Context: an optimization exercise on an open-source flow, tuned for small area and a short achievable clock period. The choices shown serve that exercise and are no tape-out recipe.
RTL that was checked went through simulation tests only; none was proved equivalent to the original.
The RTL of runs 4 and 5 was laid out without a check of its function.
No activity file was given, so power comes from the tool's default toggle rates.

==> flow/design.v (outline; a module is shown in full before it is edited, if it fits) <==
// module iron_coef_rom: 125 lines
// module cic5_dec32: 104 lines
// module fir_iron_mac: 87 lines
// module mul_tree: 534 lines
// module chan_decim: 27 lines
module chan_decim (
    input  wire        clk,
    input  wire        rst,         
    input  wire        bit_valid,
    input  wire        bit_in,
    output wire        out_valid,
    output wire [39:0] out_v
);
  // ...
==> flow/run.sh <==
#!/bin/bash
# synth_recipe.tcl (not shown) runs the flow's synth.tcl, then flattens the netlist and writes it again
# the make line also repeats each setting of config.mk as NAME=value (left out here)
make -C /OpenROAD-flow-scripts/flow DESIGN_CONFIG=/design/flow/config.mk WORK_HOME=/design/flow/orfs CLKGATE_MAP_FILE= SYNTH_SCRIPT=/design/flow/synth_recipe.tcl finish
==> flow/config.mk <==
export PLATFORM = sky130hd
export DESIGN_NAME = chan_decim
export DESIGN_NICKNAME = chan_decim
export VERILOG_FILES = /design/flow/design.v
export SDC_FILE = /design/flow/constraint.sdc
export NUM_CORES = 4
export LEC_CHECK = 0
export CAP_MARGIN = 20
export CORE_MARGIN = 2
export CORE_UTILIZATION = 40
export SLEW_MARGIN = 20
==> flow/constraint.sdc <==
create_clock -name core_clock -period 12.0 [get_ports {clk}]
set_input_delay 2.4000 -clock core_clock [delete_from_list [all_inputs] [get_ports {clk}]]
set_output_delay 2.4000 -clock core_clock [all_outputs]
set_load 0.01 [all_outputs]
==> results by group, run 1 <==
Status
  • Outcome: no timing/DRC/antenna violations

Placed design
  • I/O Buffers: 44
  • Place WS: 6956 ps
  • Placed Area: 68440 um2

Route
  • First drt pass iteration count: 5
  • WL met3: 7.174 mm
  • Routed WL: 136.9 mm
  • Detail Route Antenna Nets: 0

Final layout
  • Reg area: 37960 um2
  • Fraction of layout cells with a size suffix above 1: 8.358%
  • Commonest non-fill, non-tap cell in the layout: dfxtp_1
  • Final-layout fill cell count: 14.92k
  • Biggest register: u_fir.ring
  • Multi-input gates: 3092

Clock tree
  • Post-CTS Hold Buffers: 0
  • Clk pin slew, worst setup/hold paths: 60 ps
  • H-tree Lvls: 4

Synthesis
  • Post-synthesis adder-cell area fraction: 14.34%
  • Sequential area share after synthesis: 57.25%
  • Warnings, synthesis: 4
  • Most used DFF post-synth: dfxtp_1
  • Synthesized area: 66280 um2
  • Syn Area/Cell: 11.91 um2

Critical path
  • CP Launch Type: flip-flop
  • FF-to-FF Start: u_cic.rp[2]
  • Flop-to-flop setup slack: 6900 ps
  • Worst Path Max Fanout: 24
  • Reg2reg path depth: 15

Die
  • Die X: 411.1 um
  • Die area: 169000 um2
  • Die height: 411.1 um

STA
  • Unrepaired setup endpoints after global routing: no
  • Fin. Hold Viols: 0
  • Final Setup Violations: 0
  • Hold slack: 289.5 ps
  • Clock Skews: 41.03 ps
  • Max_slew headroom: 23.78%

Hold path
  • WHS Path Cells: 0

Run
  • Max_cap viols: 0

Power and ir drop
  • Clk pwr share: 26.0%
  • Top pwr grp: combinational logic

Global route
  • Met3 Track Usage GR: 2.982%
  • GRT met2 Usage: 24.89%
==> run 2: changes to the inputs <==
--- a/flow/config.mk
+++ b/flow/config.mk
@@ -5,7 +5,9 @@
 export SDC_FILE = /design/flow/constraint.sdc
 export NUM_CORES = 4
 export LEC_CHECK = 0
+export ABC_CLOCK_PERIOD_IN_PS = 3500
 export CAP_MARGIN = 20
 export CORE_MARGIN = 2
 export CORE_UTILIZATION = 40
+export CTS_BUF_LIST = sky130_fd_sc_hd__clkbuf_4 sky130_fd_sc_hd__clkbuf_8
 export SLEW_MARGIN = 20
==> run 2 against run 1 <==
Still clean. Maximum frequency is 1.2% higher. Via count is 1.8% higher. Sequential share of layout area is 0.077 points lower. Global-route usage is 0.21 points higher. Non-clock buffer count is 1 lower. Combinational power hardly changed. Hold slack worse by 34 ps. Synthesized cell count stayed put. Cell area is 0.15% higher. Sequential power hardly changed. Critical endpoint unchanged. Largest cell class unchanged.
==> results by group, run 2 <==
Status
  • Outcome: no timing/DRC/antenna violations

Critical path
  • Worst EP required: 12860 ps
  • Crit path capture type: flip-flop
  • Worst Path Max Fanout: 24 (unchanged)
  • Reg2reg path depth: 15 (unchanged)
  • FF-to-FF Start: u_cic.rp[2]
  • Flop-to-flop setup slack: 6960 ps (+60 ps)
  • CP Launch Type: flip-flop
  • CP Class: flip-flop to flip-flop
  • Data arrival time of the critical path: 5900 ps
  • Reg-to-reg critical path endpoint: u_cic.acc[22]

Clock tree
  • Post-CTS Hold Buffers: 0 (unchanged)
  • CTS tree: yes
  • H-tree Lvls: 5 (+1)
  • Root buffer cell: clkbuf_8
  • Clk pin slew, worst setup/hold paths: 70 ps (about the same)
  • CTS buffer count: 303
  • # Post-CTS Setup Buffers: 0
  • # clock sinks: 1884
  • CTS max path bufs: 4
  • Post-CTS sizing: 0
  • Clock Latency Late Sink: 1020 ps

Synthesis
  • Yosys top cell area share: 56.21%
  • Syn Area/Cell: 11.91 um2 (unchanged)
  • Most instantiated library cell after synthesis: dfxtp_1
  • Synth area leader: dfxtp_1
  • Top cells by area, synth: dfxtp_1, fa_1, ha_1, xnor2_1, a22oi_1
  • Most used DFF post-synth: dfxtp_1
  • Synthesized area: 66280 um2 (unchanged)
  • Warnings, synthesis: 4 (unchanged)
  • Sequential area share after synthesis: 57.25% (unchanged)
  • Synth cell types: 88
  • Mapped Cells: 5563
  • Commonest cells post-synth: dfxtp_1, fa_1, xnor2_1
  • Post-synth ARST share: 0%
  • Post-synth EDFFs: 23
  • FF+latch count, synth: 1884
  • Syn Nets: 6135

Final layout
  • Top flop regs: u_fir.ring x1363, u_fir.s_q x43, u_fir.c_q x42
  • Design area: 74870 um2
  • Area delta synth->final: 12.97%
  • Biggest register: u_fir.ring
  • Commonest non-fill, non-tap cell in the layout: dfxtp_1
  • Largest register FFs: 1363
  • Final cell count without fillers: 8049
  • Fraction of layout cells with a size suffix above 1: 11.76% (+3.4 points)
  • Fin nets: 6217
  • Most frequent cells in the layout: dfxtp_1, clkbuf_8, fa_1, xnor2_1, inv_1

Die
  • Die area: 169000 um2 (unchanged)
  • Initial Util: 40.22%
  • Boundary Pins: 45
  • Die X: 411.1 um (unchanged)
  • Die height: 411.1 um (unchanged)
  • Cell row count: 149
  • Core footprint: 164800 um2

STA
  • Clock Skews: 117.8 ps (+76.74 ps)
  • Unrepaired setup endpoints after global routing: no
  • Setup TNS: 0 ps
  • Slew Viols, Final: 0
  • Fmax: 198.5 MHz
  • Worst Max-Slew Pin Slew: 1228 ps
  • Max_slew headroom: 17.99% (-5.8 points)
  • Crit path time final: 5038 ps
  • Final worst setup slack: 6962 ps
  • Fin crit share: 41.99%
  • Fin. Hold Viols: 0 (unchanged)
  • Final Setup Violations: 0 (unchanged)

Route
  • Detail Route Antenna Nets: 0 (unchanged)
  • Wire length per cell: 17.17 um
  • DRC marker count from the first detailed-route iteration: 2777
  • Via density: 4.882
  • First drt pass iteration count: 6 (+1)
  • DRC: 0
  • Vias: 39.29k
  • Routed WL: 138.2 mm (+0.96%)

Global route
  • Initial antenna violation count: 3
  • Largest net degree at the start of global routing: 85
  • First-pass GRT wire length: 220.8 mm
  • Vias in the first global route: 39.56k
  • Total gr overflow: 0
  • GR Util All Layers: 16.42%

Placed design
  • I/O Buffers: 44 (unchanged)
  • Final HPWL DP: 92.64 mm
  • Placed Area: 68440 um2 (unchanged)
  • Gp weighted congestion: 0.8978
  • Placed insts: 7527
  • Place WS: 6956 ps (unchanged)

Run
  • Max_cap viols: 0 (unchanged)

Hold path
  • Start point of the worst min-delay path: u_fir.ring[1133]
  • Hold crit path type: flip-flop to flip-flop
  • WHS Path Cells: 0 (unchanged)
  • Hold path endpoint: u_fir.ring[1086]

Power and ir drop
  • P per Cell Area: 294.2 nW/um2
  • Max VDD drop: 0.3739 mV
  • Pleak: 31.61 nW
-- run 2: cell count changes in the layout (fill, tap and decap cells not counted), sizes merged --
cell	delta
clkbuf	+207
inv	-10
clkinv	-8
clkinvlp	-6
diode	+6
bufinv	-2
buf	-1
-- run 2: final cells by class --
type	instances	area [um2]
repair buffers	79	743.2
clock inverters	56	649.4
fillers	14972	89930
multi-input cells	3092	25980
clock buffers	455	5705
inverters	285	1070
diodes	9	22.52
flip-flops and latches	1884	37960
well taps	2189	2739
-- run 2: cells by family after synthesis --
family | synth area share [%]
flops | 57.25
compound gates | 10.43
simple gates | 7.529
buf+inv | 3.575
fa+ha+maj | 14.34
xor+xnor | 5.537
mux | 1.340
-- run 2: worst max path at each step --
stage | startpoint | endpoint | depth (start not counted)
after detailed placement | u_cic.sq[0] | u_cic.acc[22] | 15
after global placement | u_cic.rp[2] | u_cic.acc[22] | 15
after global routing | u_cic.rp[2] | u_cic.acc[22] | 15
final | u_cic.rp[2] | u_cic.acc[22] | 15
after floorplan | u_cic.busy | u_cic.acc[22] | 16
after CTS | u_cic.rp[2] | u_cic.acc[22] | 15
-- run 2: power by group --
part,internal (W),total (W),switching (W)
Clock,0.00331,0.00564,0.00233
Sequential,0.00688,0.00728,0.000395
Combinational,0.00388,0.00911,0.00524
-- run 2: per-stage QoR --
stage | hold WS [ps] | util, % | power, W
3_5_place_dp | 312.1 | 41.53 | 0.01673
4_1_cts | 231.1 | 45.38 | 0.02248
5_1_grt | 245.4 | 45.43 | 0.02420
6_report | 255.3 | 45.43 | 0.02203
3_3_place_gp | 309.7 | 41.53 | 0.01657
2_1_floorplan | 309.6 | - | 0.01424
-- run 2: worst max-delay path, stage by stage, from the launching register on --
cell and delay, ps:
dfxtp_1 430, xnor2_1 150, nand4_1 620, buf_4 510, a211oi_1 820, a22o_1 260
ha_1 220, and2_1 140, o21ai_0 90, a31oi_1 380, nand2_1 160, a311oi_1 510
a221oi_1 230, o21bai_1 180, a21oi_1 100, xnor2_1 130
-- run 2: routing by layer --
| metal | up-vias | GRT usage [%] | share of wire (%) |
|---|---|---|---|
| met5 | - | 0 | 0 |
| met4 | 0 | 6.694 | 3.2 |
| met3 | 295 | 3.288 | 5.2 |
| met2 | 1040 | 24.99 | 44 |
| met1 | 19121 | 22.83 | 47 |
| li1 | 18837 | - | - |
==> run 3: changes to the inputs <==
--- a/flow/config.mk
+++ b/flow/config.mk
@@ -5,9 +5,8 @@
 export SDC_FILE = /design/flow/constraint.sdc
 export NUM_CORES = 4
 export LEC_CHECK = 0
-export ABC_CLOCK_PERIOD_IN_PS = 3500
 export CAP_MARGIN = 20
 export CORE_MARGIN = 2
-export CORE_UTILIZATION = 40
+export CORE_UTILIZATION = 65
 export CTS_BUF_LIST = sky130_fd_sc_hd__clkbuf_4 sky130_fd_sc_hd__clkbuf_8
 export SLEW_MARGIN = 20
==> run 3 against run 2 <==
Still clean on timing, DRC and antenna. Die area decreased by 38%. Non-clock buffer count shrank 2. Hold slack is essentially flat. Sequential cell count is the same. Largest power group unchanged. Via count up 0.15%. Clock skew down 38 ps. Clock power down 0.9%. Combinational power shrank 1%.
==> results by group, run 3 <==
Die
  • Core footprint: 101400 um2 (-38%)
  • Die X: 323.3 um (-21%)
  • Cell row count: 117 (-21%)
  • Die height: 323.3 um (-21%)
  • Boundary Pins: 45 (unchanged)
  • Initial Util: 65.33% (+25 points)
  • Die area: 104500 um2 (-38%)

Critical path
  • Reg-to-reg critical path endpoint: u_cic.acc[22]
  • FF-to-FF Start: u_cic.rp[0]
  • CP Launch Type: flip-flop
  • Worst EP required: 12780 ps (-80 ps)
  • Crit-path cells: xnor2_1 -> nand4_1 -> buf_4 -> a211oi_1 -> a22o_1 -> ha_1 -> and2_1 -> o21ai_0 -> a31oi_1 -> nand2_1 -> a311oi_1 -> a221oi_1 -> o21bai_1 -> a21oi_1 -> xnor2_1
  • Slowest-stage cell, CP: a211oi_1
  • Worst Path Max Fanout: 25 (+4.2%)
  • CP Class: flip-flop to flip-flop
  • Crit path capture type: flip-flop
  • Delay-heaviest family, CP: compound AO/OA/AOI/OAI gates
  • Flop-to-flop setup slack: 6990 ps (+30 ps)
  • Reg2reg path depth: 15 (unchanged)
  • Top cell by count, worst path: xnor2_1
  • Data arrival time of the critical path: 5790 ps (-110 ps)
  • Slowest stage delay, CP: 820 ps (about the same)
  • Buf/Inv on CP: 1 (unchanged)

Route
  • Routed WL: 134.5 mm (-2.7%)
  • Detail Route Antenna Nets: 0 (unchanged)
  • Vias: 39.35k (+0.15%)
  • First drt pass iteration count: 9 (+3)
  • Wire length per cell: 18.64 um (+8.6%)
  • DRC marker count from the first detailed-route iteration: 3225 (+16%)
  • Via density: 5.454 (+12%)
  • DRC: 0 (unchanged)

Final layout
  • Most frequent cells in the layout: dfxtp_1, clkbuf_8, fa_1, xnor2_1, inv_1
  • Design area: 73700 um2 (-1.6%)
  • Final-layout fill cell count: 6863 (-54%)
  • Largest register FFs: 1363 (unchanged)
  • Reg area: 37960 um2 (unchanged)
  • Fin nets: 6211 (-0.097%)
  • Final Util: 72.65% (+27 points)
  • Fraction of layout cells with a size suffix above 1: 11.67% (-0.091 points)
  • Top flop regs: u_fir.ring x1363, u_fir.s_q x43, u_fir.c_q x42
  • Area of the multi-input gates: 25990 um2 (about the same)
  • Commonest non-fill, non-tap cell in the layout: dfxtp_1
  • Biggest register: u_fir.ring
  • Area delta synth->final: 11.20%

STA
  • Clock Skews: 79.35 ps (-38.42 ps)
  • Fin. Hold Viols: 0 (unchanged)
  • Unrepaired setup endpoints after global routing: no
  • Setup TNS: 0 ps (unchanged)
  • Fin crit share: 41.74% (-0.24 points)
  • Max_slew headroom: 19.42% (+1.4 points)
  • Slew Viols, Final: 0 (unchanged)
  • Final worst setup slack: 6991 ps (+29.05 ps)
  • Worst Max-Slew Pin Slew: 1207 ps (-21.44 ps)
  • Fmax: 199.6 MHz (+0.58%)
  • Final Setup Violations: 0 (unchanged)
  • Crit path time final: 5009 ps (-29.05 ps)

Placed design
  • Place WS: 7152 ps (+195.4 ps)
  • Final HPWL DP: 89.55 mm (-3.3%)
  • Placed Area: 67410 um2 (-1.5%)
  • Gp weighted congestion: 0.9236 (+2.9%)
  • I/O Buffers: 44 (unchanged)

Power and ir drop
  • P per Cell Area: 296.8 nW/um2 (+0.88%)
  • Pleak: 31.53 nW (-0.23%)
  • Max VDD drop: 0.4948 mV (+32%)

Clock tree
  • # Post-CTS Setup Buffers: 0 (unchanged)
  • CTS buffer count: 299 (-1.3%)
  • H-tree Lvls: 5 (unchanged)
  • # clock sinks: 1884 (unchanged)
  • Root buffer cell: clkbuf_8
  • Post-CTS Hold Buffers: 0 (unchanged)
  • Clock Latency Late Sink: 950 ps (-70 ps)
  • Post-CTS sizing: 0 (unchanged)
  • Clk pin slew, worst setup/hold paths: 70 ps (about the same)
  • CTS max path bufs: 4 (unchanged)
  • CTS tree: yes

Synthesis
  • Post-synth ARST share: 0% (unchanged)
  • Syn Area/Cell: 11.91 um2 (unchanged)
  • Syn Nets: 6135 (unchanged)
  • Post-synthesis compound-gate area fraction: 10.43% (unchanged)
  • Commonest cells post-synth: dfxtp_1, fa_1, xnor2_1
  • Yosys top cell area share: 56.21% (unchanged)
  • Most used DFF post-synth: dfxtp_1
  • Most instantiated library cell after synthesis: dfxtp_1
  • FF+latch count, synth: 1884 (unchanged)
  • Post-synthesis simple-gate area fraction: 7.529% (unchanged)
  • Synth cell types: 88 (unchanged)
  • Post-synthesis xor/xnor area fraction: 5.537% (unchanged)
  • Warnings, synthesis: 4 (unchanged)
  • Mapped Cells: 5563 (unchanged)
  • Sequential area share after synthesis: 57.25% (unchanged)
  • Post-synthesis adder-cell area fraction: 14.34% (unchanged)
  • Largest family of logic cells by synthesized area: adder cells
  • Synth area leader: dfxtp_1
  • Post-synth EDFFs: 23 (unchanged)
  • Top cells by area, synth: dfxtp_1, fa_1, ha_1, xnor2_1, a22oi_1
  • Proportion of synthesized area in mux cells: 1.340% (unchanged)
  • Synthesized area: 66280 um2 (unchanged)

Global route
  • First-pass GRT wire length: 215.7 mm (-2.3%)
  • Largest net degree at the start of global routing: 86 (+1.2%)
  • Initial antenna violation count: 2 (-1)
  • Vias in the first global route: 39.72k (+0.39%)
  • GR Util All Layers: 26.32% (+9.9 points)
  • Total gr overflow: 0 (unchanged)

Hold path
  • Start point of the worst min-delay path: u_fir.ring[1082]
  • WHS Path Cells: 0 (unchanged)
  • Hold path endpoint: u_fir.ring[1035]
  • Hold crit path type: flip-flop to flip-flop

Run
  • Max_cap viols: 0 (unchanged)

Status
  • Outcome: no timing/DRC/antenna violations
run 3: cell counts after synthesis:
No cell type changed its count.
run 3: metal layers:
layer,track usage (%),wire [um]
met1,36.93,62070
met2,40.30,59800
met3,4.639,7784
met4,11.39,4801
met5,0,13
run 3: layout make-up:
| cell class | count | share of cell area (%) |
|---|---|---|
| Multi-Input combinational cell | 3092 | 35.26 |
| Timing Repair Buffer | 77 | 0.9337 |
| Clock buffer | 439 | 7.587 |
| Clock inverter | 68 | 0.9337 |
| Sequential cell | 1884 | 51.51 |
| Tap cell | 1368 | 2.322 |
| Antenna cell | 2 | 0.006790 |
| Inverter | 285 | 1.451 |
run 3: worst reg2reg max path: stages (launching register included):
cell      delay, ps
dfxtp_1         430
xnor2_1         150
nand4_1         580
buf_4           500
a211oi_1        830
a22o_1          250
ha_1            220
and2_1          140
o21ai_0         100
a31oi_1         380
nand2_1         140
a311oi_1        520
a221oi_1        230
o21bai_1        180
a21oi_1          90
xnor2_1         130
run 3: kinds of logic after synthesis:
group / count (synthesis)
buf+inv: 587
mux: 76
xor+xnor: 419
compound gates: 1020
flops: 1884
fa+ha+maj: 568
simple gates: 1009
run 3: metrics by stage:
step | std cells | total power (W) | hold WS, ps
2_1_floorplan | 5563 | 0.01424 | 309.6
3_5_place_dp | 6706 | 0.01656 | 312.1
4_1_cts | 7213 | 0.02223 | 255.5
3_3_place_gp | 6706 | 0.01632 | 309.6
6_report | 7215 | 0.02188 | 255.7
5_1_grt | 7214 | 0.02406 | 256.4
run 3: how the worst max path moves through the flow:
stage	start	end	slack, ps	depth (start not counted)
5_1_grt	u_cic.rp[2]	u_cic.acc[22]	6470	14
6_report	u_cic.rp[0]	u_cic.acc[22]	6990	15
3_5_place_dp	u_cic.rp[2]	u_cic.acc[22]	7150	15
4_1_cts	u_cic.rp[2]	u_cic.acc[25]	7040	15
3_3_place_gp	u_cic.rp[2]	u_cic.acc[22]	7240	15
2_1_floorplan	u_cic.busy	u_cic.acc[22]	8050	16
run 3: where the power goes:
part | total [W] | internal (W) | switching [W]
Combinational | 0.00901 | 0.00385 | 0.00517
Clock | 0.00559 | 0.00324 | 0.00235
Sequential | 0.00727 | 0.00688 | 0.000386
Total | 0.0219 | 0.0140 | 0.00790
==> module iron_coef_rom, before the edit <==
module iron_coef_rom (
    input  wire        [6:0]  idx,
    output reg  signed [23:0] coef
);
    always @* begin
        case (idx)
            7'd0  : coef =  24'sd0;
            7'd1  : coef = -24'sd13;
            7'd2  : coef = -24'sd52;
            7'd3  : coef = -24'sd114;
            7'd4  : coef = -24'sd186;
            7'd5  : coef = -24'sd255;
            7'd6  : coef = -24'sd297;
            7'd7  : coef = -24'sd288;
            7'd8  : coef = -24'sd199;
            7'd9  : coef =  24'sd0;
            7'd10 : coef =  24'sd334;
            7'd11 : coef =  24'sd825;
            7'd12 : coef =  24'sd1486;
            7'd13 : coef =  24'sd2314;
            7'd14 : coef =  24'sd3295;
            7'd15 : coef =  24'sd4390;
            7'd16 : coef =  24'sd5544;
            7'd17 : coef =  24'sd6675;
            7'd18 : coef =  24'sd7681;
            7'd19 : coef =  24'sd8439;
            7'd20 : coef =  24'sd8811;
            7'd21 : coef =  24'sd8652;
            7'd22 : coef =  24'sd7813;
            7'd23 : coef =  24'sd6161;
            7'd24 : coef =  24'sd3582;
            7'd25 : coef =  24'sd0;
            7'd26 : coef = -24'sd4610;
            7'd27 : coef = -24'sd10211;
            7'd28 : coef = -24'sd16693;
            7'd29 : coef = -24'sd23863;
            7'd30 : coef = -24'sd31441;
            7'd31 : coef = -24'sd39060;
            7'd32 : coef = -24'sd46271;
            7'd33 : coef = -24'sd52553;
            7'd34 : coef = -24'sd57328;
            7'd35 : coef = -24'sd59986;
            7'd36 : coef = -24'sd59905;
            7'd37 : coef = -24'sd56487;
            7'd38 : coef = -24'sd49186;
            7'd39 : coef = -24'sd37541;
            7'd40 : coef = -24'sd21211;
            7'd41 : coef =  24'sd0;
            7'd42 : coef =  24'sd26115;
            7'd43 : coef =  24'sd56970;
            7'd44 : coef =  24'sd92202;
            7'd45 : coef =  24'sd131247;
            7'd46 : coef =  24'sd173352;
            7'd47 : coef =  24'sd217589;
            7'd48 : coef =  24'sd262886;
            7'd49 : coef =  24'sd308064;
            7'd50 : coef =  24'sd351875;
            7'd51 : coef =  24'sd393054;
            7'd52 : coef =  24'sd430369;
            7'd53 : coef =  24'sd462671;
            7'd54 : coef =  24'sd488943;
            7'd55 : coef =  24'sd508343;
            7'd56 : coef =  24'sd520243;
            7'd57 : coef =  24'sd524258;
            7'd58 : coef =  24'sd520243;
            7'd59 : coef =  24'sd508343;
            7'd60 : coef =  24'sd488943;
            7'd61 : coef =  24'sd462671;
            7'd62 : coef =  24'sd430369;
            7'd63 : coef =  24'sd393054;
            7'd64 : coef =  24'sd351875;
            7'd65 : coef =  24'sd308064;
            7'd66 : coef =  24'sd262886;
            7'd67 : coef =  24'sd217589;
            7'd68 : coef =  24'sd173352;
            7'd69 : coef =  24'sd131247;
            7'd70 : coef =  24'sd92202;
            7'd71 : coef =  24'sd56970;
            7'd72 : coef =  24'sd26115;
            7'd73 : coef =  24'sd0;
            7'd74 : coef = -24'sd21211;
            7'd75 : coef = -24'sd37541;
            7'd76 : coef = -24'sd49186;
            7'd77 : coef = -24'sd56487;
            7'd78 : coef = -24'sd59905;
            7'd79 : coef = -24'sd59986;
            7'd80 : coef = -24'sd57328;
            7'd81 : coef = -24'sd52553;
            7'd82 : coef = -24'sd46271;
            7'd83 : coef = -24'sd39060;
            7'd84 : coef = -24'sd31441;
            7'd85 : coef = -24'sd23863;
            7'd86 : coef = -24'sd16693;
            7'd87 : coef = -24'sd10211;
            7'd88 : coef = -24'sd4610;
            7'd89 : coef =  24'sd0;
            7'd90 : coef =  24'sd3582;
            7'd91 : coef =  24'sd6161;
            7'd92 : coef =  24'sd7813;
            7'd93 : coef =  24'sd8652;
            7'd94 : coef =  24'sd8811;
            7'd95 : coef =  24'sd8439;
            7'd96 : coef =  24'sd7681;
            7'd97 : coef =  24'sd6675;
            7'd98 : coef =  24'sd5544;
            7'd99 : coef =  24'sd4390;
            7'd100: coef =  24'sd3295;
            7'd101: coef =  24'sd2314;
            7'd102: coef =  24'sd1486;
            7'd103: coef =  24'sd825;
            7'd104: coef =  24'sd334;
            7'd105: coef =  24'sd0;
            7'd106: coef = -24'sd199;
            7'd107: coef = -24'sd288;
            7'd108: coef = -24'sd297;
            7'd109: coef = -24'sd255;
            7'd110: coef = -24'sd186;
            7'd111: coef = -24'sd114;
            7'd112: coef = -24'sd52;
            7'd113: coef = -24'sd13;
            7'd114: coef =  24'sd0;
            default: coef = 24'sd0;
        endcase
    end
endmodule
==> module cic5_dec32, before the edit <==
module cic5_dec32 (
    input  wire        clk,
    input  wire        rst,
    input  wire        bit_valid,
    input  wire        bit_in,
    output reg         x_valid,
    output reg  [22:0] x
);
    reg  [25:0] i1, i2, i3, i4, i5;
    reg  [4:0]  phase;
    reg         dflag, sflag;
    always @(posedge clk) begin
        if (rst) begin
            i1 <= 26'd0; i2 <= 26'd0; i3 <= 26'd0; i4 <= 26'd0; i5 <= 26'd0;
            phase <= 5'd0;
            dflag <= 1'b0;
            sflag <= 1'b0;
        end else begin
            i1 <= i1 + {25'd0, bit_valid & bit_in};
            i2 <= i2 + (bit_valid ? i1 : 26'd0);
            i3 <= i3 + (bit_valid ? i2 : 26'd0);
            i4 <= i4 + (bit_valid ? i3 : 26'd0);
            i5 <= i5 + (bit_valid ? i4 : 26'd0);
            if (bit_valid)
                phase <= phase + 5'd1;
            dflag <= bit_valid && (phase == 5'd31);
            sflag <= dflag;
        end
    end
    wire [25:0] o1 = i5;
    wire [25:0] o2 = {i4[23:0], 2'b00};
    wire [25:0] o3 = {i3[23:0], 2'b00};
    wire [25:0] o4 = {i3[24:0], 1'b0};
    wire [25:0] o5 = {i2[23:0], 2'b00};
    wire [25:0] o6 = i1;
    wire [25:0] s1 = o1 ^ o2 ^ o3;
    wire [25:0] c1 = {((o1 & o2) | (o1 & o3) | (o2 & o3)), 1'b0};
    wire [25:0] s2 = o4 ^ o5 ^ o6;
    wire [25:0] c2 = {((o4 & o5) | (o4 & o6) | (o5 & o6)), 1'b0};
    wire [25:0] s3 = s1 ^ c1 ^ s2;
    wire [25:0] c3 = {((s1 & c1) | (s1 & s2) | (c1 & s2)), 1'b0};
    wire [25:0] s4 = s3 ^ c3 ^ c2;
    wire [25:0] c4 = {((s3 & c3) | (s3 & c2) | (c3 & c2)), 1'b0};
    reg  [25:0] ss, sc;
    always @(posedge clk) begin
        ss <= s4;
        sc <= c4;
    end
    reg  [25:0] w0, w1, w2, w3, w4;
    reg  [2:0]  rp;
    reg  [25:0] acc;
    reg         busy, first;
    reg  [2:0]  sq;
    reg  [3:0]  cnt;
    wire        step  = busy && (sq == rp);         
    wire        rnd   = busy && (sq == 3'd5);
    reg  [25:0] zc;
    always @* begin
        case (rp)
            3'd1:    zc = 26'h0018950;
            3'd2:    zc = 26'h3c8e700;
            3'd3:    zc = 26'h1287000;
            3'd4:    zc = 26'h2100000;
            default: zc = 26'h0000000;
        endcase
    end
    wire [25:0] zw   = first ? zc : w0;
    wire [25:0] opa  = sflag ? ss : acc;
    wire [25:0] opb  = sflag ? sc : step ? ~zw : {25'd0, rnd & acc[2]};
    wire        cin  = step | rnd;
    wire [25:0] sum  = opa + opb + {25'd0, cin};
    always @(posedge clk) begin
        w0 <= w1; w1 <= w2; w2 <= w3; w3 <= w4;
        w4 <= step ? acc : w0;
        acc <= sum;
        if (rst) begin
            rp <= 3'd0;
            busy <= 1'b0;
            first <= 1'b1;
            sq <= 3'd0;
            cnt <= 4'd0;
            x_valid <= 1'b0;
        end else begin
            rp <= (rp == 3'd4) ? 3'd0 : rp + 3'd1;
            x_valid <= 1'b0;
            if (sflag) begin
                busy <= 1'b1;
                sq <= 3'd0;
                cnt <= 4'd0;
            end else if (busy) begin
                cnt <= cnt + 4'd1;
                if (step || rnd)
                    sq <= sq + 3'd1;
                if (cnt == 4'd10) begin
                    busy <= 1'b0;
                    first <= 1'b0;
                    x_valid <= 1'b1;
                end
            end
        end
        if (busy && cnt == 4'd10)
            x <= acc[25] ? 23'h7fffff : acc[24:2];
    end
endmodule
==> module fir_iron_mac, before the edit <==
module fir_iron_mac (
    input  wire               clk,
    input  wire               rst,
    input  wire               x_valid,
    input  wire        [22:0] x,
    output reg                v_valid,
    output wire signed [39:0] v
);
    localparam integer NS = 29;
    localparam integer W  = 47;
    reg  [NS*W-1:0] ring;                
    wire [W-1:0]    r0  = ring[0 +: W];
    wire [W-1:0]    r1  = ring[W +: W];
    wire [W-1:0]    r27 = ring[27*W +: W];
    wire [W-1:0]    r28 = ring[28*W +: W];
    reg  [4:0]  dq;
    reg  [1:0]  p;
    reg  [4:0]  act;
    wire        active = (act != 5'd0);
    wire        minc   = x_valid && (p == 2'd3);
    wire [4:0]  dq1    = (dq == 5'd28) ? 5'd0 : dq + 5'd1;
    wire signed [23:0] coef;
    iron_coef_rom u_rom (.idx({dq, ~p}), .coef(coef));
    wire [19:0] h = coef[19:0];
    wire [20:0] he = {h, 1'b0};
    wire [9:0]  b_neg, b_one, b_two;
    genvar g;
    generate
        for (g = 0; g < 10; g = g + 1) begin : g_booth
            wire [2:0] t = he[2*g +: 3];
            assign b_neg[g] = t[2] & ~(t[1] & t[0]);
            assign b_one[g] = t[1] ^ t[0];
            assign b_two[g] = (t[2] & ~t[1] & ~t[0]) | (~t[2] & t[1] & t[0]);
        end
    endgenerate
    reg  [9:0]  m_neg, m_one, m_two;
    reg         fin_m, clr_m, fin_o, clr_o, fin_28, clr_28;
    reg  [4:0]  wipe;                    
    wire        fin_r = active && (dq == 5'd0) && (p == 2'd3);
    wire        clr_r = active && (dq == 5'd28) && (p == 2'd0);
    wire        inj = fin_m && (r1[7:0] == 8'hff);
    wire [W-1:0] ps, pc;
    mul_tree u_mul (.neg(m_neg), .one(m_one), .two(m_two), .x(x), .inj(inj),
                    .s(ps), .c(pc));
    reg  [W-1:0] s_q, c_q;
    wire [W-1:0] a_s = r0 ^ s_q ^ c_q;
    wire [W-1:0] a_c = {((r0 & s_q) | (r0 & c_q) | (s_q & c_q)), 1'b0};
    wire [W-1:0] a_n = a_s + a_c;
    wire         sat = fin_28 && r28[46] && !r28[45];
    wire         clr = clr_28 || (wipe != 5'd0);
    wire [W-1:0] n27 = clr ? 47'd63 :
                       sat ? {1'b0, {39{1'b1}}, r28[6:0]} : r28;
    always @(posedge clk) begin
        ring <= {a_n, n27, ring[2*W +: 26*W], r1};
        s_q <= ps;
        c_q <= pc;
        if (active) begin
            m_neg <= b_neg; m_one <= b_one; m_two <= b_two;
        end else begin
            m_neg <= 10'd0; m_one <= 10'd0; m_two <= 10'd0;
        end
        if (rst) begin
            dq <= 5'd3;
            p <= 2'd3;
            act <= 5'd0;
            fin_m <= 1'b0; clr_m <= 1'b0;
            fin_o <= 1'b0; clr_o <= 1'b0;
            fin_28 <= 1'b0; clr_28 <= 1'b0;
            v_valid <= 1'b0;
            wipe <= 5'd31;
        end else begin
            dq <= minc ? dq : dq1;
            if (x_valid) begin
                p <= p + 2'd1;
                act <= 5'd29;
            end else if (active)
                act <= act - 5'd1;
            fin_m <= fin_r; clr_m <= clr_r;
            fin_o <= fin_m; clr_o <= clr_m;
            fin_28 <= fin_o; clr_28 <= clr_o;
            v_valid <= fin_28;
            if (wipe != 5'd0)
                wipe <= wipe - 5'd1;
        end
    end
    assign v = r27[46:7];
endmodule
==> run 4: changes to the inputs <==
--- a/flow/design.v
+++ b/flow/design.v
@@ -1,125 +1,68 @@
 module iron_coef_rom (
     input  wire        [6:0]  idx,
-    output reg  signed [23:0] coef
+    output reg  signed [19:0] coef
 );
     always @* begin
         case (idx)
-            7'd0  : coef =  24'sd0;
-            7'd1  : coef = -24'sd13;
-            7'd2  : coef = -24'sd52;
-            7'd3  : coef = -24'sd114;
-            7'd4  : coef = -24'sd186;
-            7'd5  : coef = -24'sd255;
-            7'd6  : coef = -24'sd297;
-            7'd7  : coef = -24'sd288;
-            7'd8  : coef = -24'sd199;
-            7'd9  : coef =  24'sd0;
-            7'd10 : coef =  24'sd334;
-            7'd11 : coef =  24'sd825;
-            7'd12 : coef =  24'sd1486;
-            7'd13 : coef =  24'sd2314;
-            7'd14 : coef =  24'sd3295;
-            7'd15 : coef =  24'sd4390;
-            7'd16 : coef =  24'sd5544;
-            7'd17 : coef =  24'sd6675;
-            7'd18 : coef =  24'sd7681;
-            7'd19 : coef =  24'sd8439;
-            7'd20 : coef =  24'sd8811;
-            7'd21 : coef =  24'sd8652;
-            7'd22 : coef =  24'sd7813;
-            7'd23 : coef =  24'sd6161;
-            7'd24 : coef =  24'sd3582;
-            7'd25 : coef =  24'sd0;
-            7'd26 : coef = -24'sd4610;
-            7'd27 : coef = -24'sd10211;
-            7'd28 : coef = -24'sd16693;
-            7'd29 : coef = -24'sd23863;
-            7'd30 : coef = -24'sd31441;
-            7'd31 : coef = -24'sd39060;
-            7'd32 : coef = -24'sd46271;
-            7'd33 : coef = -24'sd52553;
-            7'd34 : coef = -24'sd57328;
-            7'd35 : coef = -24'sd59986;
-            7'd36 : coef = -24'sd59905;
-            7'd37 : coef = -24'sd56487;
-            7'd38 : coef = -24'sd49186;
-            7'd39 : coef = -24'sd37541;
-            7'd40 : coef = -24'sd21211;
-            7'd41 : coef =  24'sd0;
-            7'd42 : coef =  24'sd26115;
-            7'd43 : coef =  24'sd56970;
-            7'd44 : coef =  24'sd92202;
-            7'd45 : coef =  24'sd131247;
-            7'd46 : coef =  24'sd173352;
-            7'd47 : coef =  24'sd217589;
-            7'd48 : coef =  24'sd262886;
-            7'd49 : coef =  24'sd308064;
-            7'd50 : coef =  24'sd351875;
-            7'd51 : coef =  24'sd393054;
-            7'd52 : coef =  24'sd430369;
-            7'd53 : coef =  24'sd462671;
-            7'd54 : coef =  24'sd488943;
-            7'd55 : coef =  24'sd508343;
-            7'd56 : coef =  24'sd520243;
-            7'd57 : coef =  24'sd524258;
-            7'd58 : coef =  24'sd520243;
-            7'd59 : coef =  24'sd508343;
-            7'd60 : coef =  24'sd488943;
-            7'd61 : coef =  24'sd462671;
-            7'd62 : coef =  24'sd430369;
-            7'd63 : coef =  24'sd393054;
-            7'd64 : coef =  24'sd351875;
-            7'd65 : coef =  24'sd308064;
-            7'd66 : coef =  24'sd262886;
-            7'd67 : coef =  24'sd217589;
-            7'd68 : coef =  24'sd173352;
-            7'd69 : coef =  24'sd131247;
-            7'd70 : coef =  24'sd92202;
-            7'd71 : coef =  24'sd56970;
-            7'd72 : coef =  24'sd26115;
-            7'd73 : coef =  24'sd0;
-            7'd74 : coef = -24'sd21211;
-            7'd75 : coef = -24'sd37541;
-            7'd76 : coef = -24'sd49186;
-            7'd77 : coef = -24'sd56487;
-            7'd78 : coef = -24'sd59905;
-            7'd79 : coef = -24'sd59986;
-            7'd80 : coef = -24'sd57328;
-            7'd81 : coef = -24'sd52553;
-            7'd82 : coef = -24'sd46271;
-            7'd83 : coef = -24'sd39060;
-            7'd84 : coef = -24'sd31441;
-            7'd85 : coef = -24'sd23863;
-            7'd86 : coef = -24'sd16693;
-            7'd87 : coef = -24'sd10211;
-            7'd88 : coef = -24'sd4610;
-            7'd89 : coef =  24'sd0;
-            7'd90 : coef =  24'sd3582;
-            7'd91 : coef =  24'sd6161;
-            7'd92 : coef =  24'sd7813;
-            7'd93 : coef =  24'sd8652;
-            7'd94 : coef =  24'sd8811;
-            7'd95 : coef =  24'sd8439;
-            7'd96 : coef =  24'sd7681;
-            7'd97 : coef =  24'sd6675;
-            7'd98 : coef =  24'sd5544;
-            7'd99 : coef =  24'sd4390;
-            7'd100: coef =  24'sd3295;
-            7'd101: coef =  24'sd2314;
-            7'd102: coef =  24'sd1486;
-            7'd103: coef =  24'sd825;
-            7'd104: coef =  24'sd334;
-            7'd105: coef =  24'sd0;
-            7'd106: coef = -24'sd199;
-            7'd107: coef = -24'sd288;
-            7'd108: coef = -24'sd297;
-            7'd109: coef = -24'sd255;
-            7'd110: coef = -24'sd186;
-            7'd111: coef = -24'sd114;
-            7'd112: coef = -24'sd52;
-            7'd113: coef = -24'sd13;
-            7'd114: coef =  24'sd0;
-            default: coef = 24'sd0;
+            7'd0  : coef =  20'sd0;
+            7'd1  : coef = -20'sd13;
+            7'd2  : coef = -20'sd52;
+            7'd3  : coef = -20'sd114;
+            7'd4  : coef = -20'sd186;
+            7'd5  : coef = -20'sd255;
+            7'd6  : coef = -20'sd297;
+            7'd7  : coef = -20'sd288;
+            7'd8  : coef = -20'sd199;
+            7'd9  : coef =  20'sd0;
+            7'd10 : coef =  20'sd334;
+            7'd11 : coef =  20'sd825;
+            7'd12 : coef =  20'sd1486;
+            7'd13 : coef =  20'sd2314;
+            7'd14 : coef =  20'sd3295;
+            7'd15 : coef =  20'sd4390;
+            7'd16 : coef =  20'sd5544;
+            7'd17 : coef =  20'sd6675;
+            7'd18 : coef =  20'sd7681;
+            7'd19 : coef =  20'sd8439;
+            7'd20 : coef =  20'sd8811;
+            7'd21 : coef =  20'sd8652;
+            7'd22 : coef =  20'sd7813;
+            7'd23 : coef =  20'sd6161;
+            7'd24 : coef =  20'sd3582;
+            7'd25 : coef =  20'sd0;
+            7'd26 : coef = -20'sd4610;
+            7'd27 : coef = -20'sd10211;
+            7'd28 : coef = -20'sd16693;
+            7'd29 : coef = -20'sd23863;
+            7'd30 : coef = -20'sd31441;
+            7'd31 : coef = -20'sd39060;
+            7'd32 : coef = -20'sd46271;
+            7'd33 : coef = -20'sd52553;
+            7'd34 : coef = -20'sd57328;
+            7'd35 : coef = -20'sd59986;
+            7'd36 : coef = -20'sd59905;
+            7'd37 : coef = -20'sd56487;
+            7'd38 : coef = -20'sd49186;
+            7'd39 : coef = -20'sd37541;
+            7'd40 : coef = -20'sd21211;
+            7'd41 : coef =  20'sd0;
+            7'd42 : coef =  20'sd26115;
+            7'd43 : coef =  20'sd56970;
+            7'd44 : coef =  20'sd92202;
+            7'd45 : coef =  20'sd131247;
+            7'd46 : coef =  20'sd173352;
+            7'd47 : coef =  20'sd217589;
+            7'd48 : coef =  20'sd262886;
+            7'd49 : coef =  20'sd308064;
+            7'd50 : coef =  20'sd351875;
+            7'd51 : coef =  20'sd393054;
+            7'd52 : coef =  20'sd430369;
+            7'd53 : coef =  20'sd462671;
+            7'd54 : coef =  20'sd488943;
+            7'd55 : coef =  20'sd508343;
+            7'd56 : coef =  20'sd520243;
+            7'd57 : coef =  20'sd524258;
+            default: coef = 20'sd0;
         endcase
     end
 endmodule
@@ -131,54 +74,69 @@
     output reg         x_valid,
     output reg  [22:0] x
 );
-    reg  [25:0] i1, i2, i3, i4, i5;
-    reg  [4:0]  phase;
-    reg         dflag, sflag;
+    localparam integer CW = 4;                   
+    localparam integer NC = 7;                   
+    localparam integer XW = NC * CW;
+    reg  [XW-1:0] i1, i2, i3, i4, i5;            
+    reg  [NC-1:1] vd;                            
+    wire [NC-1:0] vq = {vd, bit_valid};          
+    reg  [NC-1:0] lq;                            
+    reg  [NC-1:1] k1, k2, k3, k4, k5;            
+    reg  [4:0]    phase;
+    wire [XW-1:0] p1, p2, p3, p4, p5;
+    wire [NC:1]   o1, o2, o3, o4, o5;
+    genvar q;
+    generate
+        for (q = 0; q < NC; q = q + 1) begin : g_chunk
+            wire [CW-1:0] e0 = (q == 0) ? {{(CW-1){1'b0}}, bit_in} : {CW{1'b0}};
+            wire          c1 = (q == 0) ? 1'b0 : k1[q];
+            wire          c2 = (q == 0) ? 1'b0 : k2[q];
+            wire          c3 = (q == 0) ? 1'b0 : k3[q];
+            wire          c4 = (q == 0) ? 1'b0 : k4[q];
+            wire          c5 = (q == 0) ? 1'b0 : k5[q];
+            assign {o1[q+1], p1[q*CW +: CW]} = i1[q*CW +: CW] + e0 + c1;
+            assign {o2[q+1], p2[q*CW +: CW]} = i2[q*CW +: CW] + p1[q*CW +: CW] + c2;
+            assign {o3[q+1], p3[q*CW +: CW]} = i3[q*CW +: CW] + p2[q*CW +: CW] + c3;
+            assign {o4[q+1], p4[q*CW +: CW]} = i4[q*CW +: CW] + p3[q*CW +: CW] + c4;
+            assign {o5[q+1], p5[q*CW +: CW]} = i5[q*CW +: CW] + p4[q*CW +: CW] + c5;
+            always @(posedge clk) begin
+                if (rst) begin
+                    i1[q*CW +: CW] <= {CW{1'b0}};
+                    i2[q*CW +: CW] <= {CW{1'b0}};
+                    i3[q*CW +: CW] <= {CW{1'b0}};
+                    i4[q*CW +: CW] <= {CW{1'b0}};
+                    i5[q*CW +: CW] <= {CW{1'b0}};
+                end else if (vq[q]) begin
+                    i1[q*CW +: CW] <= p1[q*CW +: CW];
+                    i2[q*CW +: CW] <= p2[q*CW +: CW];
+                    i3[q*CW +: CW] <= p3[q*CW +: CW];
+                    i4[q*CW +: CW] <= p4[q*CW +: CW];
+                    i5[q*CW +: CW] <= p5[q*CW +: CW];
+                end
+            end
+        end
+    endgenerate
     always @(posedge clk) begin
+        k1 <= o1[NC-1:1]; k2 <= o2[NC-1:1]; k3 <= o3[NC-1:1];
+        k4 <= o4[NC-1:1]; k5 <= o5[NC-1:1];
         if (rst) begin
-            i1 <= 26'd0; i2 <= 26'd0; i3 <= 26'd0; i4 <= 26'd0; i5 <= 26'd0;
+            vd <= {(NC-1){1'b0}};
+            lq <= {NC{1'b0}};
             phase <= 5'd0;
-            dflag <= 1'b0;
-            sflag <= 1'b0;
         end else begin
-            i1 <= i1 + {25'd0, bit_valid & bit_in};
-            i2 <= i2 + (bit_valid ? i1 : 26'd0);
-            i3 <= i3 + (bit_valid ? i2 : 26'd0);
-            i4 <= i4 + (bit_valid ? i3 : 26'd0);
-            i5 <= i5 + (bit_valid ? i4 : 26'd0);
+            vd <= vq[NC-2:0];
+            lq <= {lq[NC-2:0], bit_valid && (phase == 5'd31)};
             if (bit_valid)
                 phase <= phase + 5'd1;
-            dflag <= bit_valid && (phase == 5'd31);
-            sflag <= dflag;
         end
     end
-    wire [25:0] o1 = i5;
-    wire [25:0] o2 = {i4[23:0], 2'b00};
-    wire [25:0] o3 = {i3[23:0], 2'b00};
-    wire [25:0] o4 = {i3[24:0], 1'b0};
-    wire [25:0] o5 = {i2[23:0], 2'b00};
-    wire [25:0] o6 = i1;
-    wire [25:0] s1 = o1 ^ o2 ^ o3;
-    wire [25:0] c1 = {((o1 & o2) | (o1 & o3) | (o2 & o3)), 1'b0};
-    wire [25:0] s2 = o4 ^ o5 ^ o6;
-    wire [25:0] c2 = {((o4 & o5) | (o4 & o6) | (o5 & o6)), 1'b0};
-    wire [25:0] s3 = s1 ^ c1 ^ s2;
-    wire [25:0] c3 = {((s1 & c1) | (s1 & s2) | (c1 & s2)), 1'b0};
-    wire [25:0] s4 = s3 ^ c3 ^ c2;
-    wire [25:0] c4 = {((s3 & c3) | (s3 & c2) | (c3 & c2)), 1'b0};
-    reg  [25:0] ss, sc;
-    always @(posedge clk) begin
-        ss <= s4;
-        sc <= c4;
-    end
     reg  [25:0] w0, w1, w2, w3, w4;
     reg  [2:0]  rp;
     reg  [25:0] acc;
-    reg         busy, first;
+    reg         busy, init;
     reg  [2:0]  sq;
     reg  [3:0]  cnt;
-    wire        step  = busy && (sq == rp);         
-    wire        rnd   = busy && (sq == 3'd5);
+    reg         step, rnd;                      
     reg  [25:0] zc;
     always @* begin
         case (rp)
@@ -189,37 +147,52 @@
             default: zc = 26'h0000000;
         endcase
     end
-    wire [25:0] zw   = first ? zc : w0;
-    wire [25:0] opa  = sflag ? ss : acc;
-    wire [25:0] opb  = sflag ? sc : step ? ~zw : {25'd0, rnd & acc[2]};
-    wire        cin  = step | rnd;
-    wire [25:0] sum  = opa + opb + {25'd0, cin};
+    wire [25:0] opb  = step ? ~w0 : {25'd0, rnd & acc[2]};
+    wire [25:0] sum  = acc + opb + {25'd0, step | rnd};
+    wire [2:0]  rp1  = (rp == 3'd4) ? 3'd0 : rp + 3'd1;
+    wire [2:0]  sq1  = (step || rnd) ? sq + 3'd1 : sq;
+    wire [XW-1:0] lmask;
+    generate
+        for (q = 0; q < NC; q = q + 1) begin : g_lmask
+            assign lmask[q*CW +: CW] = {CW{lq[q]}};
+        end
+    endgenerate
+    wire [25:0] accn = (lmask[25:0] & i5[25:0]) | (~lmask[25:0] & sum);
     always @(posedge clk) begin
         w0 <= w1; w1 <= w2; w2 <= w3; w3 <= w4;
-        w4 <= step ? acc : w0;
-        acc <= sum;
+        w4 <= step ? acc : init ? zc : w0;
+        acc <= accn;
         if (rst) begin
             rp <= 3'd0;
             busy <= 1'b0;
-            first <= 1'b1;
+            init <= 1'b1;
             sq <= 3'd0;
             cnt <= 4'd0;
+            step <= 1'b0;
+            rnd <= 1'b0;
             x_valid <= 1'b0;
         end else begin
-            rp <= (rp == 3'd4) ? 3'd0 : rp + 3'd1;
+            rp <= rp1;
+            if (rp == 3'd4)
+                init <= 1'b0;
             x_valid <= 1'b0;
-            if (sflag) begin
+            step <= 1'b0;
+            rnd <= 1'b0;
+            if (lq[NC-1]) begin
                 busy <= 1'b1;
                 sq <= 3'd0;
                 cnt <= 4'd0;
+                step <= (rp1 == 3'd0);
             end else if (busy) begin
                 cnt <= cnt + 4'd1;
-                if (step || rnd)
-                    sq <= sq + 3'd1;
+                sq <= sq1;
+                step <= (sq1 == rp1);
+                rnd <= (sq1 == 3'd5);
                 if (cnt == 4'd10) begin
                     busy <= 1'b0;
-                    first <= 1'b0;
                     x_valid <= 1'b1;
+                    step <= 1'b0;
+                    rnd <= 1'b0;
                 end
             end
         end
@@ -248,9 +221,15 @@
     wire        active = (act != 5'd0);
     wire        minc   = x_valid && (p == 2'd3);
     wire [4:0]  dq1    = (dq == 5'd28) ? 5'd0 : dq + 5'd1;
-    wire signed [23:0] coef;
-    iron_coef_rom u_rom (.idx({dq, ~p}), .coef(coef));
-    wire [19:0] h = coef[19:0];
+    wire [4:0]  dqn   = minc ? dq : dq1;
+    wire [1:0]  pn    = x_valid ? p + 2'd1 : p;
+    wire        actn  = x_valid || (act > 5'd1);
+    wire [6:0]  in    = {dqn, ~pn};
+    wire [6:0]  inf   = (in > 7'd57) ? 7'd114 - in : in;
+    reg  [6:0]  ra;
+    wire signed [19:0] coef;
+    iron_coef_rom u_rom (.idx(ra), .coef(coef));
+    wire [19:0] h = coef;
     wire [20:0] he = {h, 1'b0};
     wire [9:0]  b_neg, b_one, b_two;
     genvar g;
@@ -283,12 +262,9 @@
         ring <= {a_n, n27, ring[2*W +: 26*W], r1};
         s_q <= ps;
         c_q <= pc;
-        if (active) begin
-            m_neg <= b_neg; m_one <= b_one; m_two <= b_two;
-        end else begin
-            m_neg <= 10'd0; m_one <= 10'd0; m_two <= 10'd0;
-        end
+        m_neg <= b_neg; m_one <= b_one; m_two <= b_two;
         if (rst) begin
+            ra <= 7'h7f;
             dq <= 5'd3;
             p <= 2'd3;
             act <= 5'd0;
@@ -298,7 +274,8 @@
             v_valid <= 1'b0;
             wipe <= 5'd31;
         end else begin
-            dq <= minc ? dq : dq1;
+            ra <= actn ? inf : 7'h7f;
+            dq <= dqn;
             if (x_valid) begin
                 p <= p + 2'd1;
                 act <= 5'd29;
--- a/flow/config.mk
+++ b/flow/config.mk
@@ -7,6 +7,5 @@
 export LEC_CHECK = 0
 export CAP_MARGIN = 20
 export CORE_MARGIN = 2
-export CORE_UTILIZATION = 65
-export CTS_BUF_LIST = sky130_fd_sc_hd__clkbuf_4 sky130_fd_sc_hd__clkbuf_8
+export CORE_UTILIZATION = 40
 export SLEW_MARGIN = 20
==> run 4 against run 3 <==
Via count shrank 13%. Final cell count up 0.19%. Cell area shrank 3.5%. Die area increased by 53%. Still clean. First-iteration DRC count shrank 41%. Sequential cell count up 14. Largest cell class unchanged.
==> results by group, run 4 <==
Die
  • Core footprint: 155700 um2 (+53%)
  • Cell row count: 145 (+24%)
  • Die area: 159500 um2 (+53%)
  • Die height: 399.3 um (+24%)
  • Initial Util: 40.16% (-25 points)
  • Die X: 399.3 um (+24%)
  • Boundary Pins: 45 (unchanged)

Synthesis
  • Yosys top cell area share: 60.04% (+3.8 points)
  • Syn Nets: 5501 (-10%)
  • Synth cell types: 86 (-2.3%)
  • Sequential area share after synthesis: 61.15% (+3.9 points)
  • Mapped Cells: 5009 (-10%)
  • Most used DFF post-synth: dfxtp_1
  • Post-synth EDFFs: 23 (unchanged)
  • Synthesized area: 62520 um2 (-5.7%)
  • Commonest cells post-synth: dfxtp_1, inv_1, xnor2_1
  • Most instantiated library cell after synthesis: dfxtp_1
  • Warnings, synthesis: 4 (unchanged)
  • Synth area leader: dfxtp_1
  • Top cells by area, synth: dfxtp_1, fa_1, ha_1, xnor2_1, a22oi_1
  • Post-synth ARST share: 0% (unchanged)
  • FF+latch count, synth: 1898 (+0.74%)
  • Syn Area/Cell: 12.48 um2 (+4.8%)

Critical path
  • Crit path capture type: flip-flop
  • FF-to-FF Start: u_cic.x_valid
  • Reg2reg path depth: 16 (+1)
  • Worst EP required: 12640 ps (-140 ps)
  • Flop-to-flop setup slack: 7170 ps (+180 ps)
  • Slowest stage delay, CP: 740 ps (-80 ps)
  • Crit-path cells: xor2_2 -> inv_2 -> ha_1 -> a311oi_1 -> nand2b_1 -> a31oi_1 -> mux2i_1 -> buf_4 -> nand2_1 -> inv_1 -> ha_1 -> inv_1 -> o21ai_0 -> a21oi_1 -> a2111oi_0 -> nor2_1
  • Data arrival time of the critical path: 5470 ps (-320 ps)
  • Delay-heaviest family, CP: compound AO/OA/AOI/OAI gates
  • Buf/Inv on CP: 4 (+3)
  • Slowest-stage cell, CP: dfxtp_1
  • Worst Path Max Fanout: 17 (-32%)
  • CP Launch Type: flip-flop
  • CP Class: flip-flop to flip-flop

Route
  • Wire length per cell: 16.38 um (-12%)
  • Detail Route Antenna Nets: 0 (unchanged)
  • Via density: 4.718 (-13%)
  • Vias: 34.11k (-13%)
  • First drt pass iteration count: 5 (-4)
  • DRC marker count from the first detailed-route iteration: 1901 (-41%)
  • Routed WL: 118.4 mm (-12%)
  • DRC: 0 (unchanged)

Clock tree
  • Root buffer cell: clkbuf_16
  • H-tree Lvls: 4 (-1)
  • # clock sinks: 1898 (+0.74%)
  • Post-CTS sizing: 0 (unchanged)
  • CTS max path bufs: 3 (-1)
  • Clock Latency Late Sink: 820 ps (-130 ps)
  • CTS buffer count: 180 (-40%)
  • CTS tree: yes
  • Post-CTS Hold Buffers: 0 (unchanged)
  • Clk pin slew, worst setup/hold paths: 60 ps (about the same)
  • # Post-CTS Setup Buffers: 0 (unchanged)

Global route
  • Total gr overflow: 0 (unchanged)
  • GR Util All Layers: 15.05% (-11 points)
  • First-pass GRT wire length: 191.0 mm (-11%)
  • Initial antenna violation count: 4 (+2)
  • Vias in the first global route: 34.80k (-12%)
  • Largest net degree at the start of global routing: 75 (-13%)

Final layout
  • Area delta synth->final: 13.72%
  • Most frequent cells in the layout: dfxtp_1, inv_1, xnor2_1, fa_1, nor2_1
  • Fin nets: 5507 (-11%)
  • Biggest register: u_fir.ring
  • Design area: 71100 um2 (-3.5%)
  • Top flop regs: u_fir.ring x1363, u_fir.s_q x43, u_fir.c_q x42
  • Commonest non-fill, non-tap cell in the layout: dfxtp_1
  • Largest register FFs: 1363 (unchanged)
  • Fraction of layout cells with a size suffix above 1: 7.935% (-3.7 points)

STA
  • Max_slew headroom: 22.54% (+3.1 points)
  • Clock Skews: 79.19 ps (-0.1637 ps)
  • Fin. Hold Viols: 0 (unchanged)
  • Final worst setup slack: 7174 ps (+183.1 ps)
  • Worst Max-Slew Pin Slew: 1160 ps (-46.76 ps)
  • Crit path time final: 4826 ps (-183.1 ps)
  • Setup TNS: 0 ps (unchanged)
  • Fmax: 207.2 MHz (+3.8%)
  • Fin crit share: 40.22% (-1.5 points)
  • Slew Viols, Final: 0 (unchanged)
  • Final Setup Violations: 0 (unchanged)
  • Hold slack: 279.8 ps (+24.12 ps)
  • Unrepaired setup endpoints after global routing: no

Run
  • Max_cap viols: 0 (unchanged)

Status
  • Outcome: no timing/DRC/antenna violations

Hold path
  • WHS Path Cells: 0 (unchanged)
  • Start point of the worst min-delay path: u_fir.ring[179]
  • Hold path endpoint: u_fir.ring[132]
  • Hold crit path type: flip-flop to flip-flop

Power and ir drop
  • Pleak: 29.57 nW (-6.2%)
  • Max VDD drop: 0.2117 mV (-57%)
  • P per Cell Area: 266.6 nW/um2 (-10%)

Placed design
  • Placed Area: 64700 um2 (-4.0%)
  • Place WS: 7193 ps (+41.73 ps)
  • Gp weighted congestion: 0.8609 (-6.8%)
  • I/O Buffers: 44 (unchanged)
  • Final HPWL DP: 76.89 mm (-14%)
## run 4: layer usage
| layer | global-route usage (%) | vias up | wire length [um] |
|---|---|---|---|
| li1 | - | 16553 | - |
| met1 | 20.64 | 16480 | 55990 |
| met2 | 23.28 | 833 | 52520 |
| met3 | 3.140 | 239 | 6239 |
| met4 | 5.867 | 2 | 3644 |
| met5 | 0 | - | 13 |
## run 4: layout make-up
class / count / area (um2)
clock buffer: 252 / 5137
antenna: 4 / 10.01
tap: 2058 / 2575
sequential: 1898 / 38240
clock inverter: 82 / 1250
timing repair buffer: 84 / 740.7
inverter: 326 / 1224
multi-input combinational: 2525 / 21920
fill: 14095 / 84560
## run 4: per-stage QoR
stage	utilization (%)	std cells	total power [W]
after global placement	41.56	6891	0.01324
after CTS	45.67	7225	0.01925
after floorplan	-	5009	0.01152
after global routing	45.67	7225	0.02035
after detailed placement	41.56	6891	0.01333
final	45.67	7229	0.01895
## run 4: kinds of logic (layout without fill, tap and decap cells)
| group | after synthesis | after routing | synth area share, % |
|---|---|---|---|
| other | 0 | 4 | 0 |
| AOI/OAI and AO/OA | 831 | 831 | 9.212 |
| and+or+nand+nor | 692 | 692 | 5.322 |
| buffers and inverters | 586 | 744 | 3.841 |
| xor gates and xnor gates | 399 | 399 | 5.602 |
| adders and majority gates | 488 | 488 | 13.01 |
| DFF | 1898 | 1898 | 61.15 |
| muxes | 115 | 115 | 1.869 |
## run 4: how the worst max path moves through the flow
| stage | startpoint | endpoint | slack [ps] | cells after the start |
|---|---|---|---|---|
| final | u_cic.x_valid | flip-flop | 7170 | 16 |
| after global routing | u_cic.x_valid | flip-flop | 6720 | 16 |
| after CTS | u_fir.m_neg[5] | u_fir.c_q[24] | 7210 | 8 |
| after detailed placement | u_fir.m_neg[5] | u_fir.c_q[24] | 7190 | 8 |
| after global placement | u_fir.m_neg[5] | u_fir.c_q[24] | 7310 | 8 |
| after floorplan | u_fir.p[0] | flip-flop | 7920 | 20 |
## run 4: worst register-to-register path: stages (launching register included)
cell	delay [ps]
dfxtp_1	740
xor2_2	440
inv_2	210
ha_1	240
a311oi_1	410
nand2b_1	170
a31oi_1	140
mux2i_1	160
buf_4	210
nand2_1	160
inv_1	110
ha_1	590
inv_1	160
o21ai_0	350
a21oi_1	110
a2111oi_0	430
nor2_1	90
## run 4: power by group
part	switching, W	internal (W)	total (W)	leakage (nW)
sequential	0.000374	0.00681	0.00718	15.4
clock	0.00242	0.00345	0.00587	3.11
combinational	0.00341	0.00249	0.00590	11.1
total	0.00620	0.0128	0.0190	29.6
==> run 5: changes to the inputs <==
--- a/flow/config.mk
+++ b/flow/config.mk
@@ -7,5 +7,7 @@
 export LEC_CHECK = 0
 export CAP_MARGIN = 20
 export CORE_MARGIN = 2
-export CORE_UTILIZATION = 40
+export CORE_UTILIZATION = 55
+export CTS_CLUSTER_DIAMETER = 80
+export CTS_CLUSTER_SIZE = 30
 export SLEW_MARGIN = 20
==> run 5 against run 4 <==
Still clean on timing, DRC and antenna. Clock skew decreased by 44 ps. Core utilization increased by 13 points. Hold slack improved by 34 ps. Via count decreased by 3.4%. Global-route usage increased by 4.5 points. Synthesized area unchanged. Cell area decreased by 6.3%. Die area decreased by 27%. Final cell count decreased by 11%. Clock power decreased by 44%. Routed wire length decreased by 5.1%. Critical path type unchanged. Largest cell class unchanged. Highest routed layer is now met4.
==> results by group, run 5 <==
Status
  • Outcome: no timing/DRC/antenna violations

STA
  • Fin crit share: 41.24% (+1.0 points)
  • Crit path time final: 4949 ps (+122.6 ps)
  • Max_slew headroom: 19.72% (-2.8 points)
  • Slew Viols, Final: 0 (unchanged)
  • Fin. Hold Viols: 0 (unchanged)
  • Worst Max-Slew Pin Slew: 1204 ps (+43.95 ps)
  • Final Setup Violations: 0 (unchanged)
  • Fmax: 202.1 MHz (-2.5%)
  • Unrepaired setup endpoints after global routing: no
  • Clock Skews: 34.76 ps (-44.43 ps)
  • Setup TNS: 0 ps (unchanged)

Clock tree
  • # clock sinks: 1898 (unchanged)
  • Clk pin slew, worst setup/hold paths: 110 ps (+50 ps)
  • Root buffer cell: clkbuf_16
  • Post-CTS Hold Buffers: 0 (unchanged)
  • CTS tree: yes
  • CTS buffer count: 80 (-56%)
  • Clock Latency Late Sink: 720 ps (-100 ps)
  • Post-CTS sizing: 0 (unchanged)
  • H-tree Lvls: 3 (-1)
  • CTS max path bufs: 3 (unchanged)
  • # Post-CTS Setup Buffers: 0 (unchanged)

Global route
  • Met3 Track Usage GR: 3.053% (-0.087 points)
  • GRT met2 Usage: 29.65% (+6.4 points)
  • First-pass GRT wire length: 182.2 mm (-4.6%)
  • Largest net degree at the start of global routing: 79 (+5.3%)
  • Vias in the first global route: 33.09k (-4.9%)
  • Initial antenna violation count: 1 (-3)
  • Total gr overflow: 0 (unchanged)
  • Gr busiest metal: met2
  • GR Util met1: 28.86% (+8.2 points)
  • GR Util All Layers: 19.55% (+4.5 points)

Critical path
  • CP Launch Type: flip-flop
  • Data arrival time of the critical path: 5530 ps (+60 ps)
  • CP Class: flip-flop to flip-flop
  • Worst EP required: 12590 ps (-50 ps)
  • Worst Path Max Fanout: 17 (unchanged)
  • Crit path capture type: flip-flop

Power and ir drop
  • P per Cell Area: 244.6 nW/um2 (-8.3%)
  • Pleak: 27.75 nW (-6.2%)
  • Max VDD drop: 0.1556 mV (-26%)

Die
  • Boundary Pins: 45 (unchanged)
  • Die X: 341.1 um (-15%)
  • Initial Util: 55.50% (+15 points)
  • Cell row count: 123 (-15%)
  • Die area: 116400 um2 (-27%)
  • Die height: 341.1 um (-15%)
  • Core footprint: 112700 um2 (-28%)

Synthesis
  • Most used DFF post-synth: dfxtp_1
  • Warnings, synthesis: 4 (unchanged)
  • Most instantiated library cell after synthesis: dfxtp_1
  • Syn Nets: 5501 (unchanged)
  • Mapped Cells: 5009 (unchanged)
  • Commonest cells post-synth: dfxtp_1, inv_1, xnor2_1
  • Synthesized area: 62520 um2 (unchanged)
  • Sequential area share after synthesis: 61.15% (unchanged)
  • Synth cell types: 86 (unchanged)
  • Post-synth EDFFs: 23 (unchanged)
  • Post-synth ARST share: 0% (unchanged)
  • FF+latch count, synth: 1898 (unchanged)
  • Syn Area/Cell: 12.48 um2 (unchanged)
  • Top cells by area, synth: dfxtp_1, fa_1, ha_1, xnor2_1, a22oi_1
  • Synth area leader: dfxtp_1
  • Yosys top cell area share: 60.04% (unchanged)

Route
  • DRC: 0 (unchanged)
  • Vias: 32.96k (-3.4%)
  • DRC marker count from the first detailed-route iteration: 2073 (+9.0%)
  • Via density: 5.102 (+8.1%)
  • Detail Route Antenna Nets: 0 (unchanged)
  • First drt pass iteration count: 6 (+1)
  • Wire length per cell: 17.40 um (+6.2%)
  • Routed WL: 112.4 mm (-5.1%)

Placed design
  • Placed insts: 6348 (-7.9%)
  • I/O Buffers: 44 (unchanged)
  • Gp weighted congestion: 0.8450 (-1.8%)
  • Final HPWL DP: 75.40 mm (-1.9%)

Hold path
  • Hold crit path type: flip-flop to flip-flop

Final layout
  • Fraction of layout cells with a size suffix above 1: 4.718% (-3.2 points)
  • Final Util: 59.12% (+13 points)
  • Largest register FFs: 1363 (unchanged)
  • Final cell count without fillers: 6460 (-11%)
  • Area delta synth->final: 6.534%
  • Biggest register: u_fir.ring
  • Ant. Diodes: 0 (-4)
  • Fin nets: 5422 (-1.5%)
  • Commonest non-fill, non-tap cell in the layout: dfxtp_1
  • Most frequent cells in the layout: dfxtp_1, inv_1, xnor2_1, fa_1, nor2_1
  • Top flop regs: u_fir.ring x1363, u_fir.s_q x43, u_fir.c_q x42

Run
  • Max_cap viols: 0 (unchanged)
run 5: worst paths after layout:
| kind | from | to | slack, ps | cells after the start |
|---|---|---|---|---|
| worst max register to register | u_cic.x_valid | flip-flop | 7050 | 16 |
| worst min register to register | u_cic.w3[23] | u_cic.w2[23] | 310 | 0 |
| worst min-delay path | u_cic.w3[23] | u_cic.w2[23] | 310 | 0 |
| worst max-delay path | u_cic.x_valid | flip-flop | 7050 | 16 |
run 5: per-stage QoR:
step	total power [W]	setup WS [ps]	hold slack [ps]	area [um2]
after global placement	0.01314	7462	309.6	64110
final	0.01629	7051	314.2	66600
after CTS	0.01650	7172	313.9	66600
after floorplan	0.01152	7921	309.6	62520
after detailed placement	0.01322	7237	312.1	64110
after global routing	0.01766	6575	314.4	66600
run 5: logic make-up after synthesis:
family | Yosys count | synth area share, %
simple gates | 692 | 5.322
fa+ha+maj | 488 | 13.01
flops | 1898 | 61.15
compound gates | 831 | 9.212
mux | 115 | 1.869
buf+inv | 586 | 3.841
xor+xnor | 399 | 5.602
run 5: layout make-up:
cell class / instances / area (um2)
clock inverter: 27 / 452.9
tap: 1500 / 1877
multi-input combinational: 2525 / 21920
timing repair buffer: 99 / 853.3
fill: 9276 / 46050
clock buffer: 85 / 2041
sequential: 1898 / 38230
inverter: 326 / 1224
run 5: power by group:
| part | internal [W] | leakage (nW) | total, W | switching [W] |
|---|---|---|---|---|
| Sequential | 0.00680 | 15.4 | 0.00710 | 0.000298 |
| Combinational | 0.00248 | 11.1 | 0.00591 | 0.00343 |
| Clock | 0.00134 | 1.22 | 0.00327 | 0.00193 |
| Total | 0.0106 | 27.8 | 0.0163 | 0.00566 |
run 5: worst max-delay path: stages, from the launching register on:
cell	delay (ps)
dfxtp_1	780
xor2_2	440
inv_2	190
ha_1	240
a311oi_1	420
nand2b_1	170
a31oi_1	140
mux2i_1	160
buf_4	210
nand2_1	150
inv_1	110
ha_1	590
inv_1	180
o21ai_0	370
a21oi_1	120
a2111oi_0	450
nor2_1	90
run 5: metal layers:
| layer | share of wire (%) | vias up | wire length [um] |
|---|---|---|---|
| met2 | 43 | 611 | 48190 |
| met5 | 0 | - | 0 |
| met4 | 2.9 | 0 | 3261 |
| li1 | - | 16252 | - |
| met1 | 50 | 15918 | 55940 |
| met3 | 4.5 | 175 | 5011 |

## separate check: timing with driven ports
In the flow no input, the clock included, has a driving cell. The finished layouts below were timed again as built, in two steps. Step 1 sets driving cells, clkbuf_16 on the clock port and buf_2 on the other inputs (assumed; they add their load-dependent delay and slew). Step 2 times the ports against the registers' clock, not the clock port: input delays grow and output delays shrink by t, the midpoint of the rising clock arrivals with the driver on. Slacks: no drivers / after step 1 / after step 2; pairs: no drivers / after step 1.
run	t, ns	setup slack, ns	hold slack, ns	worst data-port slew with drivers (ns)
run 1	0.859	6.902 / 6.902 / 6.902	0.289 / 0.289 / 0.289	0.06
run 2	1.031	6.962 / 6.962 / 6.962	0.255 / 0.255 / 0.255	0.06
run 3	0.978	6.991 / 6.991 / 6.991	0.256 / 0.256 / 0.256	0.05
run 4	0.854	7.174 / 7.174 / 7.174	0.280 / 0.280 / 0.280	0.03
run 5	0.770	7.051 / 7.051 / 7.051	0.314 / 0.314 / 0.314	0.03
After both steps every run listed still meets setup and hold.
